This is an optimization exercise on Yosys and OpenROAD, whose aim is small area, a short achievable clock period and few clock cycles per item, not a production implementation.
The RTL was checked by simulation tests, not by an equivalence proof against the original design.

run A:
## hinge_cmp
module hinge_cmp (
    input  wire        clk,
    input  wire        rst,
    input  wire        start,
    input  wire        clear,
    input  wire [23:0] clear_u,
    input  wire        form,
    input  wire        integ,
    input  wire [23:0] e_in,
    input  wire [23:0] b0,
    input  wire [23:0] b1,
    input  wire [23:0] b2,
    input  wire [23:0] b3,
    input  wire [23:0] a1,
    input  wire [23:0] a2,
    input  wire [23:0] a3,
    input  wire [5:0]  xb,
    input  wire [5:0]  xa,
    input  wire [5:0]  xe,
    input  wire [5:0]  xu,
    input  wire [23:0] u_min,
    input  wire [23:0] u_max,
    output wire        ready,
    output reg         done,
    output reg  [23:0] u_lim,
    output reg  [23:0] u_raw,
    output reg         sat,
    output reg         ovf,
    output reg         clamp
);
    localparam signed [63:0] ACC_MAX = 64'sh7FFF_FFFF_FFFF_FFFF;
  ...
Size in the first run: ~7000 cells after synthesis, ~770 flip-flops, about 350 I/O pins.
==> flow/config.mk <==
export PLATFORM = sky130hd
export DESIGN_NAME = hinge_cmp
export DESIGN_NICKNAME = hinge_cmp
export VERILOG_FILES = /design/flow/design.v
export SDC_FILE = /design/flow/constraint.sdc
export NUM_CORES = 4
export LEC_CHECK = 0
export ABC_AREA = 1
export CAP_MARGIN = 20
export CORE_MARGIN = 2
export CORE_UTILIZATION = 40
export PLACE_DENSITY = 0.6
export SLEW_MARGIN = 20
==> flow/constraint.sdc <==
create_clock -name core_clock -period 17.0 [get_ports {clk}]
set_input_delay 3.4000 -clock core_clock [delete_from_list [all_inputs] [get_ports {clk}]]
set_output_delay 3.4000 -clock core_clock [all_outputs]
set_load 0.01 [all_outputs]
standard.sh (not shown) runs the stock make flow with config.mk's settings and CLKGATE_MAP_FILE= SYNTH_SCRIPT=/design/flow/synth_recipe.tcl, a recipe that flattens the netlist after the stock synthesis.
==> flow/flow/run.sh <==
#!/bin/bash
# The standard layout (the standard.sh, standard synthesis included), with
# repair_timing asked to keep a setup margin so the layout runs faster than
# the 17 ns constraint. Each step's full log is under orfs/logs; make's own
# output goes to flow_make.log.
set -uo pipefail
MARGIN=${MARGIN:-12.4}
bash standard.sh SETUP_SLACK_MARGIN=$MARGIN finish > flow_make.log 2>&1
Testbench counts of run A, summed over its fixed seeds: cycles 139,812, samples 23,233.
Inputs modified between run A and run B:
-- flow/flow/run.sh --
<<< run A, line 5
# output goes to flow_make.log.
set -uo pipefail
MARGIN=${MARGIN:-12.4}
bash standard.sh SETUP_SLACK_MARGIN=$MARGIN finish > flow_make.log 2>&1
>>> run B, line 5
# output goes to flow_make.log.
set -uo pipefail
MARGIN=${MARGIN:-12.5}
bash standard.sh SETUP_SLACK_MARGIN=$MARGIN finish > flow_make.log 2>&1
--- outcome ---
Taking run A as the reference, in run B largest incremental delay on the critical path ~0 delta, cell area +about 0.9%, worst-case hold slack ~0 delta, insertion delay of the later-clocked pin in the worst-skew pair ~0 delta.
Inputs modified between run B and run C:
- CTS_CLUSTER_DIAMETER newly set to 50
- CTS_CLUSTER_SIZE newly set to 20
-- flow/flow/run.sh --
<<< run B, line 5
# output goes to flow_make.log.
set -uo pipefail
MARGIN=${MARGIN:-12.5}
bash standard.sh SETUP_SLACK_MARGIN=$MARGIN finish > flow_make.log 2>&1
>>> run C, line 5
# output goes to flow_make.log.
set -uo pipefail
MARGIN=${MARGIN:-12.4}
bash standard.sh SETUP_SLACK_MARGIN=$MARGIN finish > flow_make.log 2>&1
Notes after the runs:
Run C went all the way through synthesis, placement and routing and the layout is clean on timing, DRC and antenna. Run B: flow completed, timing, DRC and antenna clean. Non-clock buffer instance count of the final layout (higher): run B. Re detailed-route wire length: run C is about 2.6% down on run B. Going from run B to run C, share of the cycle needed by the critical path after routing flat; fmax down 0.85 MHz; global-route wire length before repair down 5000 um; area enclosed by the die boundary flat. Routed length per placed instance for run C: about 2.3% down relative to run B. As far as via count of the first global-routing pass is concerned, run C and run B perform about the same.

## the previous run
Another version of the RTL of hinge_cmp (not shown whole).
For scale: roughly 7,000 cells after synthesis, roughly 350 I/O pins, ~54,000 µm² of cells after synthesis.
## hinge_cmp
module hinge_cmp (
    input  wire        clk,
    input  wire        rst,
    input  wire        start,
    input  wire        clear,
    input  wire [23:0] clear_u,
    input  wire        form,
    input  wire        integ,
    input  wire [23:0] e_in,
    input  wire [23:0] b0,
    input  wire [23:0] b1,
    input  wire [23:0] b2,
    input  wire [23:0] b3,
    input  wire [23:0] a1,
    input  wire [23:0] a2,
    input  wire [23:0] a3,
    input  wire [5:0]  xb,
    input  wire [5:0]  xa,
    input  wire [5:0]  xe,
    input  wire [5:0]  xu,
    input  wire [23:0] u_min,
    input  wire [23:0] u_max,
    output wire        ready,
    output reg         done,
    output reg  [23:0] u_lim,
    output reg  [23:0] u_raw,
    output reg         sat,
    output reg         ovf,
    output reg         clamp
);
Settings: LEC_CHECK=0, ABC_AREA=1, CAP_MARGIN=20, CORE_MARGIN=2, CORE_UTILIZATION=40, PLACE_DENSITY=0.6, SLEW_MARGIN=20; clock period 17.0 ns.
==> flow/flow/run.sh <==
#!/bin/bash
# The standard layout (the standard.sh, standard synthesis included), with
# repair_timing asked to keep a setup margin so the layout runs faster than
# the 17 ns constraint. Each step's full log is under orfs/logs; make's own
# output goes to flow_make.log.
set -uo pipefail
MARGIN=${MARGIN:-12}
bash standard.sh SETUP_SLACK_MARGIN=$MARGIN finish > flow_make.log 2>&1
The previous run finished end to end and its layout was clean on timing, DRC and antenna.
Testbench counts of the previous run, summed over its fixed seeds: cycles 139,812, samples 23,233.
#### Input delta (the current run over the previous run)
-- flow/config.mk --
<<< the previous run, line 12
>>> the current run, line 12
export CTS_BUF_LIST = sky130_fd_sc_hd__clkbuf_4 sky130_fd_sc_hd__clkbuf_8
==> comparison <==
- Clock buffer count from CTS went up by more than half going from the previous run to the current run.
- Vias: the current run more than the previous run
- When the current run is set beside the previous run, its fraction of area in multi-input gates turns out to be 0.20 points larger.
- The current run vs the previous run: post-synthesis to final-layout area growth up in the current run
- On time the final worst path needs with I/O delays and setup, the current run tracks the previous run almost exactly.

[what the ideal ports hide]
In the flow no input, the clock included, has a driving cell. The finished layouts below were timed again as built, in two steps. Step 1, drivers: a clkbuf_16 drives clk and a buf_2 each remaining input, both assumed. Step 2, shift: input delay + t, output delay - t, t = (earliest + latest rising clock arrival at the registers) / 2. This alone moves slack from input paths to output paths. a / b / c = no drivers / after step 1 / after step 2; a / b = the first two.
run	shift t [ns]	setup slack, ns	slew at the worst register clock pin (ns)
run A	0.770	12.426 / 12.351 / 12.019	0.07 / 0.07
run B	0.762	12.415 / 12.340 / 12.200	0.07 / 0.07
run C	0.776	12.397 / 12.321 / 11.999	0.08 / 0.08
the previous run	0.784	12.004 / 11.974 / 12.004	0.07 / 0.07
the current run	0.947	12.004 / 11.994 / 12.004	0.08 / 0.08
After both steps every run listed still meets setup and hold. For run A, which loses most, drivers alone change the setup slack by -0.075 ns; drivers and shift together by -0.407 ns.
